From an optimization exercise on the open Yosys and OpenROAD flow, aimed at small area; shortcuts taken in it are not production practice.
At most, simulation tests tie the RTL to the original design; equivalence was not proved.
Power and IR drop assume default switching activity. The clock port is modelled as an ideal driver; clocking choices that lean on that would not hold on a real chip.

== the baseline ==
==> flow/design.v <==
module sinc_dec_channel (
    input  wire        clk,
    input  wire        rst,         
    input  wire        restart,     
    input  wire        sinc4,       
    input  wire [10:0] osr,         
    input  wire [15:0] ofs,         
    input  wire [15:0] gain,        
    input  wire        md_valid,    
    input  wire        md_bit,      
    output reg         out_valid,
    output wire [15:0] out_value,
    output wire        out_ok,      
    output wire [3:0]  out_settle,
    output wire        out_clip,
    output wire [3:0]  out_seq
);
    function [6:0] add6(input [5:0] a, input [5:0] b, input c);
        integer i;
        reg cc;
        begin
            cc = c;
            for (i = 0; i < 6; i = i + 1) begin
                add6[i] = a[i] ^ b[i] ^ cc;
                cc = (a[i] & b[i]) | (cc & (a[i] ^ b[i]));
            end
            add6[6] = cc;
        end
    endfunction
    function [11:0] add11(input [10:0] a, input [10:0] b, input c);
        integer i;
        reg cc;
        begin
            cc = c;
            for (i = 0; i < 11; i = i + 1) begin
                add11[i] = a[i] ^ b[i] ^ cc;
                cc = (a[i] & b[i]) | (cc & (a[i] ^ b[i]));
            end
            add11[11] = cc;
        end
    endfunction
    function [19:0] add20(input [19:0] a, input [19:0] b, input c);
        integer i;
        reg cc;
        begin
            cc = c;
            for (i = 0; i < 20; i = i + 1) begin
                add20[i] = a[i] ^ b[i] ^ cc;
                cc = (a[i] & b[i]) | (cc & (a[i] ^ b[i]));
            end
        end
    endfunction
    function [22:0] inc23(input [22:0] a, input c1, input c0);
        integer i;
        reg cc;
        begin
            inc23[0] = a[0] ^ c0;
            cc = a[0] & c0;
            inc23[1] = a[1] ^ c1 ^ cc;
            cc = (a[1] & c1) | (cc & (a[1] ^ c1));
            for (i = 2; i < 23; i = i + 1) begin
                inc23[i] = a[i] ^ cc;
                cc = a[i] & cc;
            end
        end
    endfunction
    function [9:0] dec10(input [9:0] a);
        integer i;
        reg bb;
        begin
            bb = 1'b1;
            for (i = 0; i < 10; i = i + 1) begin
                dec10[i] = a[i] ^ bb;
                bb = ~a[i] & bb;
            end
        end
    endfunction
    function [6:0] inc7(input [6:0] a);
        integer i;
        reg cc;
        begin
            cc = 1'b1;
            for (i = 0; i < 7; i = i + 1) begin
                inc7[i] = a[i] ^ cc;
                cc = a[i] & cc;
            end
        end
    endfunction
    wire [9:0]  r_in = osr[10]            ? 10'd0  :
                       (osr[9:4] == 6'd0) ? 10'd16 : osr[9:0];
    reg        active;
    reg        k4;
    reg [9:0]  rm1;          
    reg [2:0]  rc;           
    reg        clr;          
    reg        ld2;          
    reg [9:0]  phase;        
    reg        pend, pbit;   
    reg        busy, cbit, ccap;
    reg [2:0]  settle;
    reg [3:0]  seq;
    wire rc0  = (rc == 3'd0);
    wire rc6  = (rc == 3'd6);
    wire ph0  = (phase == 10'd0);
    wire pick = rc0 & pend;
    wire go   = pick | (busy & ~rc0);
    wire b    = rc0 ? pbit : cbit;
    wire cap  = rc0 ? ph0 : ccap;
    wire gcap = go & cap;
    always @(posedge clk) begin
        rc <= (restart | rc6) ? 3'd0 : rc + 3'd1;
        if (rst)
            active <= 1'b0;
        else if (restart)
            active <= 1'b1;
        if (restart)
            k4  <= sinc4;
        ld2 <= restart;
        if (ld2)
            rm1 <= dec10(phase);
        clr <= restart | (clr & ~rc6);
        if (rst | restart) begin
            pend <= 1'b0;
            busy <= 1'b0;
        end else begin
            if (md_valid & active)
                pend <= 1'b1;
            else if (pick)
                pend <= 1'b0;
            if (pick)
                busy <= 1'b1;
            else if (rc6)
                busy <= 1'b0;
        end
        if (md_valid)
            pbit <= md_bit;
        if (pick) begin
            cbit <= pbit;
            ccap <= ph0;
        end
        if (restart)
            phase <= r_in;
        else if (ld2)
            phase <= 10'd0;
        else if (pick)
            phase <= ph0 ? rm1 : dec10(phase);
    end
    reg [15:0] cofs, cgain;
    always @(posedge clk)
        if (md_valid & ph0) begin
            cofs  <= ofs;
            cgain <= gain;
        end
    reg [41:0] i1, i2, i3, i4, z2, z3, z4, s;
    reg [4:0]  cy;
    reg        cpb, cpc;     
    wire [5:0] xg = ~go ? 6'd0 : b ? {5'd0, rc0} : 6'h3F;
    wire [6:0] a1 = add6(i1[5:0], xg, ~rc0 & cy[0]);
    wire [5:0] g1 = go ? a1[5:0] : 6'd0;
    wire [6:0] a2 = add6(i2[5:0], g1, ~rc0 & cy[1]);
    wire [5:0] g2 = go ? a2[5:0] : 6'd0;
    wire [6:0] a3 = add6(i3[5:0], g2, ~rc0 & cy[2]);
    wire [5:0] g3 = go ? a3[5:0] : 6'd0;
    wire [6:0] a4 = add6(i4[5:0], g3, ~rc0 & cy[3]);
    wire [5:0] d  = k4 ? a4[5:0] : a3[5:0];
    wire       cpa = gcap;
    wire       cpx = cpa | cpb | cpc;
    wire [5:0] cm  = cpa ? d : s[5:0];
    wire       fz  = k4 ? (settle == 3'd4) : (settle == 3'd3);
    wire [5:0] cz  = fz ? 6'd0 : cpa ? z2[5:0] : cpb ? z3[5:0] : z4[5:0];
    wire [6:0] cd  = add6(cm, ~cz, rc0 | cy[4]);
    wire [5:0] rd = cpx ? cd[5:0] : s[5:0];
    wire [5:0] sw;           
    wire [41:0] hnext;       
    wire        hmode;
    always @(posedge clk) begin
        cy <= {cd[6], a4[6], a3[6], a2[6], a1[6]};
        if (restart) begin
            cpb <= 1'b0;
            cpc <= 1'b0;
        end else if (rc6) begin
            cpb <= cpa;
            cpc <= cpb & k4;
        end
        i1 <= {clr ? 6'd0 : a1[5:0], i1[41:6]};
        i2 <= {clr ? 6'd0 : a2[5:0], i2[41:6]};
        i3 <= {(clr | (gcap & ~k4)) ? 6'd0 : a3[5:0], i3[41:6]};
        i4 <= {(clr | (gcap & k4)) ? 6'd0 : a4[5:0], i4[41:6]};
        z2 <= {cpa ? d      : z2[5:0], z2[41:6]};
        z3 <= {cpb ? s[5:0] : z3[5:0], z3[41:6]};
        z4 <= {cpc ? s[5:0] : z4[5:0], z4[41:6]};
        s  <= hmode ? hnext : {sw, s[41:6]};
    end
    reg  [6:0] pc;
    reg  [5:0] dbuf;         
    reg  [9:0] r1, r2, r3, r4;
    reg        qr1, qr2, qr3;
    wire start = (k4 ? cpc : cpb) & rc6 & active;
    wire ld    = (pc == 7'd20) | (pc == 7'd26) | (pc == 7'd32) | (pc == 7'd38) |
                 (pc == 7'd44) | (pc == 7'd50);
    wire [10:0] t1 = {r1, dbuf[5]};
    wire [11:0] e1 = add11(t1, ~{1'b0, rm1}, 1'b0);
    wire [10:0] t2 = {r2, qr1};
    wire [11:0] e2 = add11(t2, ~{1'b0, rm1}, 1'b0);
    wire [10:0] t3 = {r3, qr2};
    wire [11:0] e3 = add11(t3, ~{1'b0, rm1}, 1'b0);
    wire [10:0] t4 = {r4, qr3};
    wire [11:0] e4 = add11(t4, ~{1'b0, rm1}, 1'b0);
    wire        q1 = e1[11], q2 = e2[11], q3 = e3[11], q4 = e4[11];
    wire        qo = k4 ? q4 : qr3;
    wire        zfill = start | ld;
    assign      sw    = zfill ? 6'd0 : rd;
    wire        sgn   = rd[5];
    wire [9:0]  rinit = sgn ? rm1 : 10'd0;
    always @(posedge clk) begin
        dbuf <= zfill ? rd : {dbuf[4:0], 1'b0};
        r1  <= start ? rinit : q1 ? e1[9:0] : t1[9:0];
        r2  <= start ? rinit : q2 ? e2[9:0] : t2[9:0];
        r3  <= start ? rinit : q3 ? e3[9:0] : t3[9:0];
        r4  <= start ? rinit : q4 ? e4[9:0] : t4[9:0];
        qr1 <= start ? sgn : q1;
        qr2 <= start ? sgn : q2;
        qr3 <= start ? sgn : q3;
    end
    reg        qd1, qd2;     
    reg        fa, fb;       
    reg        sflag;        
    reg        dneg, dcin;
    reg  [1:0] dmag;
    wire nz1 = (r1 != 10'd0), nz2 = (r2 != 10'd0), nz3 = (r3 != 10'd0);
    wire nz4 = k4 & (r4 != 10'd0);
    wire sticky = sflag | nz4;
    wire w24   = (pc == 7'd60);
    wire w23   = (pc == 7'd61);
    wire w22   = (pc == 7'd62);
    wire wo15  = (pc >= 7'd61) & (pc <= 7'd63);
    wire wofs  = (pc >= 7'd64) & (pc <= 7'd79);
    wire wlast = (pc == 7'd84);
    wire hdig  = (pc >= 7'd61) & (pc <= 7'd84);
    wire obit  = (wofs & cofs[~pc[3:0]]) | (wo15 & cofs[15]);
    wire ysat2 = fa & qd1;
    wire rnd   = wlast & qd1 & (sticky | qd2) & ~ysat2;
    wire ypart = hdig & (fb ? ~w23 : qd2);
    wire [1:0] dsum = {1'b0, ypart} + {1'b0, obit} + {1'b0, rnd};
    wire [1:0] e24  = {1'b0, qd2} + {1'b0, cofs[15]};
    always @(posedge clk) begin
        qd1 <= qo;
        qd2 <= qd1;
        if (w24) begin
            fa <= ~qd2 & ~qd1;
            fb <= ~qd2 & qd1;
        end else if (wlast) begin
            fb <= fb | ysat2;
        end else begin
            fa <= fa & qd1;
        end
        sflag <= (pc == 7'd80) ? 1'b0 :
                 sflag | ((pc == 7'd81) & nz1) | ((pc == 7'd82) & nz2) |
                 ((pc == 7'd83) & nz3);
        if (w24) begin
            dneg <= (e24 != 2'd0);
            dmag <= e24;
            dcin <= (e24 != 2'd0);
        end else begin
            dneg <= 1'b0;
            dmag <= dsum;
            dcin <= w22;
        end
    end
    reg        hx;
    wire [17:0] alo = s[17:0];
    wire [22:0] ahi = s[40:18];
    wire [1:0]  cp  = {hx, s[41]};
    assign hmode = (pc >= 7'd52);
    wire [16:0] gm  = dmag[1] ? {cgain, 1'b0} : dmag[0] ? {1'b0, cgain} : 17'd0;
    wire [16:0] add = dneg ? ~gm : gm;
    wire [19:0] lsum = add20({1'b0, alo, 1'b0}, {3'd0, add}, dcin);
    wire [22:0] thi = inc23(ahi, cp[1], cp[0]);
    assign hnext = {lsum[18], thi[21:0], 1'b0, lsum[17:0]};
    always @(posedge clk)
        hx <= lsum[19];
    always @(posedge clk) begin
        if (rst)
            pc <= 7'd0;
        else if (start)
            pc <= 7'd15;
        else if (pc == 7'd85)
            pc <= 7'd0;
        else if (pc != 7'd0)
            pc <= inc7(pc);
        out_valid <= ~rst & (pc == 7'd85);
        if (rst)
            seq <= 4'd0;
        else if (pc == 7'd85)
            seq <= seq + 4'd1;
        if (restart)
            settle <= sinc4 ? 3'd4 : 3'd3;
        else if (out_valid && settle != 3'd0)
            settle <= settle - 3'd1;
    end
    wire [17:0] qv   = thi[22:5];
    wire        tie  = ({thi[4:0], alo} == 23'd0);
    wire        vhi  = ~qv[17] & (qv[16] | qv[15]);
    wire        vlo  = qv[17] & ~(qv[16] & qv[15]);
    assign out_value  = vhi ? 16'h7FFF : vlo ? 16'h8000 : {qv[15:1], qv[0] & ~tie};
    assign out_clip   = fb | vhi | vlo;
    assign out_settle = {1'b0, settle};
    assign out_ok     = (settle == 3'd0);
    assign out_seq    = seq;
endmodule
export LEC_CHECK = 0
export CAP_MARGIN = 20
export CORE_MARGIN = 2
export CORE_UTILIZATION = 60
export SLEW_MARGIN = 20
create_clock -name core_clock -period 10.0 [get_ports {clk}]
standard.sh (not shown) runs the stock make flow with config.mk's settings and CLKGATE_MAP_FILE= SYNTH_SCRIPT=/design/flow/synth_recipe.tcl, a recipe that flattens the netlist after the stock synthesis.
==> flow/flow/run.sh <==
#!/bin/bash
# Standard ORFS flow, with single-drive port buffers and a leaner clock tree.
bash standard.sh \
  "BUFFER_PORTS_ARGS=-buffer_cell sky130_fd_sc_hd__buf_1" \
  "CTS_ARGS=-sink_clustering_enable -repair_clock_nets -sink_clustering_size 32 -sink_clustering_max_diameter 100 -buf_list sky130_fd_sc_hd__clkbuf_16 -dont_use_dummy_load -root_buf sky130_fd_sc_hd__clkbuf_4" \
  finish > standard_run.log 2>&1
#### Input delta (the candidate over the baseline)
diff --git a/flow/design.v b/flow/design.v
--- a/flow/design.v
+++ b/flow/design.v
@@ -164,12 +164,11 @@
     wire [6:0] a4 = add6(i4[5:0], g3, ~rc0 & cy[3]);
     wire [5:0] d  = k4 ? a4[5:0] : a3[5:0];
     wire       cpa = gcap;
     wire       cpx = cpa | cpb | cpc;
     wire [5:0] cm  = cpa ? d : s[5:0];
-    wire       fz  = k4 ? (settle == 3'd4) : (settle == 3'd3);
-    wire [5:0] cz  = fz ? 6'd0 : cpa ? z2[5:0] : cpb ? z3[5:0] : z4[5:0];
+    wire [5:0] cz  = cpa ? z2[5:0] : cpb ? z3[5:0] : z4[5:0];
     wire [6:0] cd  = add6(cm, ~cz, rc0 | cy[4]);
     wire [5:0] rd = cpx ? cd[5:0] : s[5:0];
     wire [5:0] sw;           
     wire [41:0] hnext;       
     wire        hmode;
@@ -184,13 +183,13 @@
         end
         i1 <= {clr ? 6'd0 : a1[5:0], i1[41:6]};
         i2 <= {clr ? 6'd0 : a2[5:0], i2[41:6]};
         i3 <= {(clr | (gcap & ~k4)) ? 6'd0 : a3[5:0], i3[41:6]};
         i4 <= {(clr | (gcap & k4)) ? 6'd0 : a4[5:0], i4[41:6]};
-        z2 <= {cpa ? d      : z2[5:0], z2[41:6]};
-        z3 <= {cpb ? s[5:0] : z3[5:0], z3[41:6]};
-        z4 <= {cpc ? s[5:0] : z4[5:0], z4[41:6]};
+        z2 <= {clr ? 6'd0 : cpa ? d      : z2[5:0], z2[41:6]};
+        z3 <= {clr ? 6'd0 : cpb ? s[5:0] : z3[5:0], z3[41:6]};
+        z4 <= {clr ? 6'd0 : cpc ? s[5:0] : z4[5:0], z4[41:6]};
         s  <= hmode ? hnext : {sw, s[41:6]};
     end
     reg  [6:0] pc;
     reg  [5:0] dbuf;         
     reg  [9:0] r1, r2, r3, r4;
Findings:
On portion of the layout cell area used by clock cells, the candidate tracks the baseline almost exactly.
Summary of the candidate over the baseline: flip-flop and latch share of the layout cell area dropped 0.39 points, area of all placed cells without fillers climbed about 0.7%, slack of the critical path climbed 0.30 ns, arrival time of data at the critical path endpoint dropped 2.91 ns, maximum frequency climbed 3.5%.
Cmp the candidate and the baseline / part of the cycle the worst path needs / lower: the candidate
The candidate vs the baseline: combinational power up in the candidate
For final core utilization, the baseline and the candidate come out practically identical.
When the candidate is set beside the baseline, its wire length turns out to be 4.5% larger.
Taking the baseline as the reference point, the total chip power of the candidate rises by about 2.3%.
The candidate finished every step from synthesis to the final layout, and the layout passed the timing, DRC and antenna checks.
Comparing the candidate with the baseline, the total of cells resized after clock tree synthesis came out essentially unchanged.
The worst setup path endpoint comes out s[41]$_DFF_P_ in one run and out_clip in the other, namely in the baseline and the candidate respectively.
| area growth from synthesis to final layout | the candidate vs the baseline | ≈ equal |
When the candidate is measured against the baseline, its global-route usage turns out 0.25 points higher.

Another version of the RTL of sinc_dec_channel (not shown whole).
Size in the first run: about 1400 cells after synthesis, roughly 18000 um2 of cells after synthesis.
// sinc_dec_channel
module sinc_dec_channel (
    input  wire        clk,
    input  wire        rst,         
    input  wire        restart,     
    input  wire        sinc4,       
    input  wire [10:0] osr,         
    input  wire [15:0] ofs,         
    input  wire [15:0] gain,        
    input  wire        md_valid,    
    input  wire        md_bit,      
    output reg         out_valid,
    output wire [15:0] out_value,
    output wire        out_ok,      
    output wire [3:0]  out_settle,
    output wire        out_clip,
    output wire [3:0]  out_seq
);
Settings: LEC_CHECK=0, CAP_MARGIN=20, CORE_MARGIN=2, CORE_UTILIZATION=60, SLEW_MARGIN=20; clock period 10.0 ns.
==> flow/flow/run.sh <==
#!/bin/bash
# Standard ORFS flow, with single-drive port buffers and a leaner clock tree.
bash standard.sh \
  "BUFFER_PORTS_ARGS=-buffer_cell sky130_fd_sc_hd__buf_1" \
  "CTS_ARGS=-sink_clustering_enable -repair_clock_nets -sink_clustering_size 30 -sink_clustering_max_diameter 150 -buf_list sky130_fd_sc_hd__clkbuf_16 -dont_use_dummy_load" \
  finish > standard_run.log 2>&1
==> next run, changes <==
--- a/flow/design.v
+++ b/flow/design.v
@@ -157,27 +157,30 @@
     wire [5:0] g2 = go ? a2[5:0] : 6'd0;
     wire [6:0] a3 = add6(i3[5:0], g2, ~rc0 & cy[2]);
     wire [5:0] g3 = go ? a3[5:0] : 6'd0;
     wire [6:0] a4 = add6(i4[5:0], g3, ~rc0 & cy[3]);
     wire [5:0] d  = k4 ? a4[5:0] : a3[5:0];
     wire [6:0] c2 = add6(d,       ~z2[5:0], rc0 | cy[4]);
     wire [6:0] c3 = add6(c2[5:0], ~z3[5:0], rc0 | cy[5]);
     wire [6:0] c4 = add6(c3[5:0], ~z4[5:0], rc0 | cy[6]);
-    wire [5:0] sw = gcap ? (k4 ? c4[5:0] : c3[5:0]) : s[5:0];
+    wire [5:0] rd = gcap ? (k4 ? c4[5:0] : c3[5:0]) : s[5:0];
+    wire [5:0] sw;           
+    wire [41:0] hnext;       
+    wire        hmode;
     always @(posedge clk) begin
         cy <= {c4[6], c3[6], c2[6], a4[6], a3[6], a2[6], a1[6]};
         i1 <= {clr ? 6'd0 : a1[5:0], i1[41:6]};
         i2 <= {clr ? 6'd0 : a2[5:0], i2[41:6]};
         i3 <= {(clr | (gcap & ~k4)) ? 6'd0 : a3[5:0], i3[41:6]};
         i4 <= {(clr | (gcap & k4)) ? 6'd0 : a4[5:0], i4[41:6]};
         z2 <= {clr ? 6'd0 : gcap ? d       : z2[5:0], z2[41:6]};
         z3 <= {clr ? 6'd0 : gcap ? c2[5:0] : z3[5:0], z3[41:6]};
         z4 <= {clr ? 6'd0 : gcap ? c3[5:0] : z4[5:0], z4[41:6]};
-        s  <= {sw, s[41:6]};
+        s  <= hmode ? hnext : {sw, s[41:6]};
     end
     reg  [6:0] pc;
     reg  [5:0] dbuf;         
     reg  [9:0] r1, r2, r3, r4;
     reg        qr1, qr2, qr3;
     wire start = go & ccap & rc6 & active;
     wire ld    = (pc == 7'd20) | (pc == 7'd26) | (pc == 7'd32) | (pc == 7'd38) |
                  (pc == 7'd44) | (pc == 7'd50);
@@ -186,21 +189,23 @@
     wire [11:0] e1 = add11(t1, ~{1'b0, rm1}, 1'b0);
     wire [10:0] t2 = {r2, qr1};
     wire [11:0] e2 = add11(t2, ~{1'b0, rm1}, 1'b0);
     wire [10:0] t3 = {r3, qr2};
     wire [11:0] e3 = add11(t3, ~{1'b0, rm1}, 1'b0);
     wire [10:0] t4 = {r4, qr3};
     wire [11:0] e4 = add11(t4, ~{1'b0, rm4}, 1'b0);
     wire        q1 = e1[11], q2 = e2[11], q3 = e3[11], q4 = e4[11];
-    wire        sgn   = sw[5];
+    wire        zfill = start | ld;
+    assign      sw    = zfill ? 6'd0 : rd;
+    wire        sgn   = rd[5];
     wire [9:0]  rinit = sgn ? rm1 : 10'd0;
     wire [9:0]  rini4 = sgn ? rm4 : 10'd0;
     always @(posedge clk) begin
-        dbuf <= (start | ld) ? sw : {dbuf[4:0], 1'b0};
+        dbuf <= zfill ? rd : {dbuf[4:0], 1'b0};
         r1  <= start ? rinit : q1 ? e1[9:0] : t1[9:0];
         r2  <= start ? rinit : q2 ? e2[9:0] : t2[9:0];
         r3  <= start ? rinit : q3 ? e3[9:0] : t3[9:0];
         r4  <= start ? rini4 : q4 ? e4[9:0] : t4[9:0];
         qr1 <= start ? sgn : q1;
         qr2 <= start ? sgn : q2;
         qr3 <= start ? sgn : q3;
     end
@@ -244,28 +249,28 @@
             dmag <= e24;
             dcin <= (e24 != 2'd0);
         end else begin
             dneg <= 1'b0;
             dmag <= dsum;
             dcin <= w22;
         end
     end
-    reg [17:0] alo;
-    reg [22:0] ahi;
-    reg [1:0]  cp;
+    reg        hx;
+    wire [17:0] alo = s[17:0];
+    wire [22:0] ahi = s[40:18];
+    wire [1:0]  cp  = {hx, s[41]};
+    assign hmode = (pc >= 7'd52);
     wire [16:0] gm  = dmag[1] ? {cgain, 1'b0} : dmag[0] ? {1'b0, cgain} : 17'd0;
     wire [16:0] add = dneg ? ~gm : gm;
     wire [19:0] lsum = add20({1'b0, alo, 1'b0}, {3'd0, add}, dcin);
     wire [22:0] thi = inc23(ahi, cp[1], cp[0]);
-    always @(posedge clk) begin
-        alo <= lsum[17:0];
-        cp  <= lsum[19:18];
-        ahi <= {thi[21:0], 1'b0};
-    end
+    assign hnext = {lsum[18], thi[21:0], 1'b0, lsum[17:0]};
+    always @(posedge clk)
+        hx <= lsum[19];
     always @(posedge clk) begin
         if (rst)
             pc <= 7'd0;
         else if (start)
             pc <= 7'd15;
         else if (pc == 7'd85)
             pc <= 7'd0;
         else if (pc != 7'd0)
What happened: Total power came out lower by 2.9%; area after synthesis came out lower by 1.2%; final area came out lower by 1.7%; hold slack is better by 0.032 ns; cell count came out higher by 1.8%; via count came out higher by 4.3%; clock skew came out lower by 0.0061 ns; non-clock buffer count came out lower by 1; global-route usage came out higher by 1.3 points; worst setup slack is better by 0.12 ns; sequential share of layout area came out lower by 3.5 points; first-iteration DRC count came out higher by 11%.
For the first run of this note, only the layout was checked, not whether the RTL still works.

-- separate check: timing with driven ports --
The results above use ideal ports. As a check the final layouts listed here were re-extracted and re-timed, cells and wires unchanged.
Step 1 sets driving cells, clkbuf_16 on the clock port and buf_2 on the other inputs (assumed; they add their load-dependent delay and slew).
Step 2 moves the port delays by t, midway between the first and last clock arrival at a register: inputs arrive t later, outputs are due t later. That takes back most of the time a late clock gives input paths.
Three values: ideal, step 1, step 2; two values: the first two.
| run | t, ns | setup slack, ns | hold WS [ns] | worst setup path at the end |
|---|---|---|---|---|
| the baseline | 0.781 | 1.279 / 1.279 / 1.279 | 0.318 / 0.318 / 0.318 | register to register |
| the candidate | 0.774 | 1.577 / 1.534 / 1.749 | 0.295 / 0.295 / 0.295 | register to register |
| the first run of note 2 | 0.569 | 0.724 / 0.724 / 0.724 | 0.278 / 0.278 / 0.278 | register to register |
| the second run of note 2 | 0.567 | 0.841 / 0.841 / 0.841 | 0.310 / 0.310 / 0.310 | register to register |
After both steps every run listed still meets setup and hold.
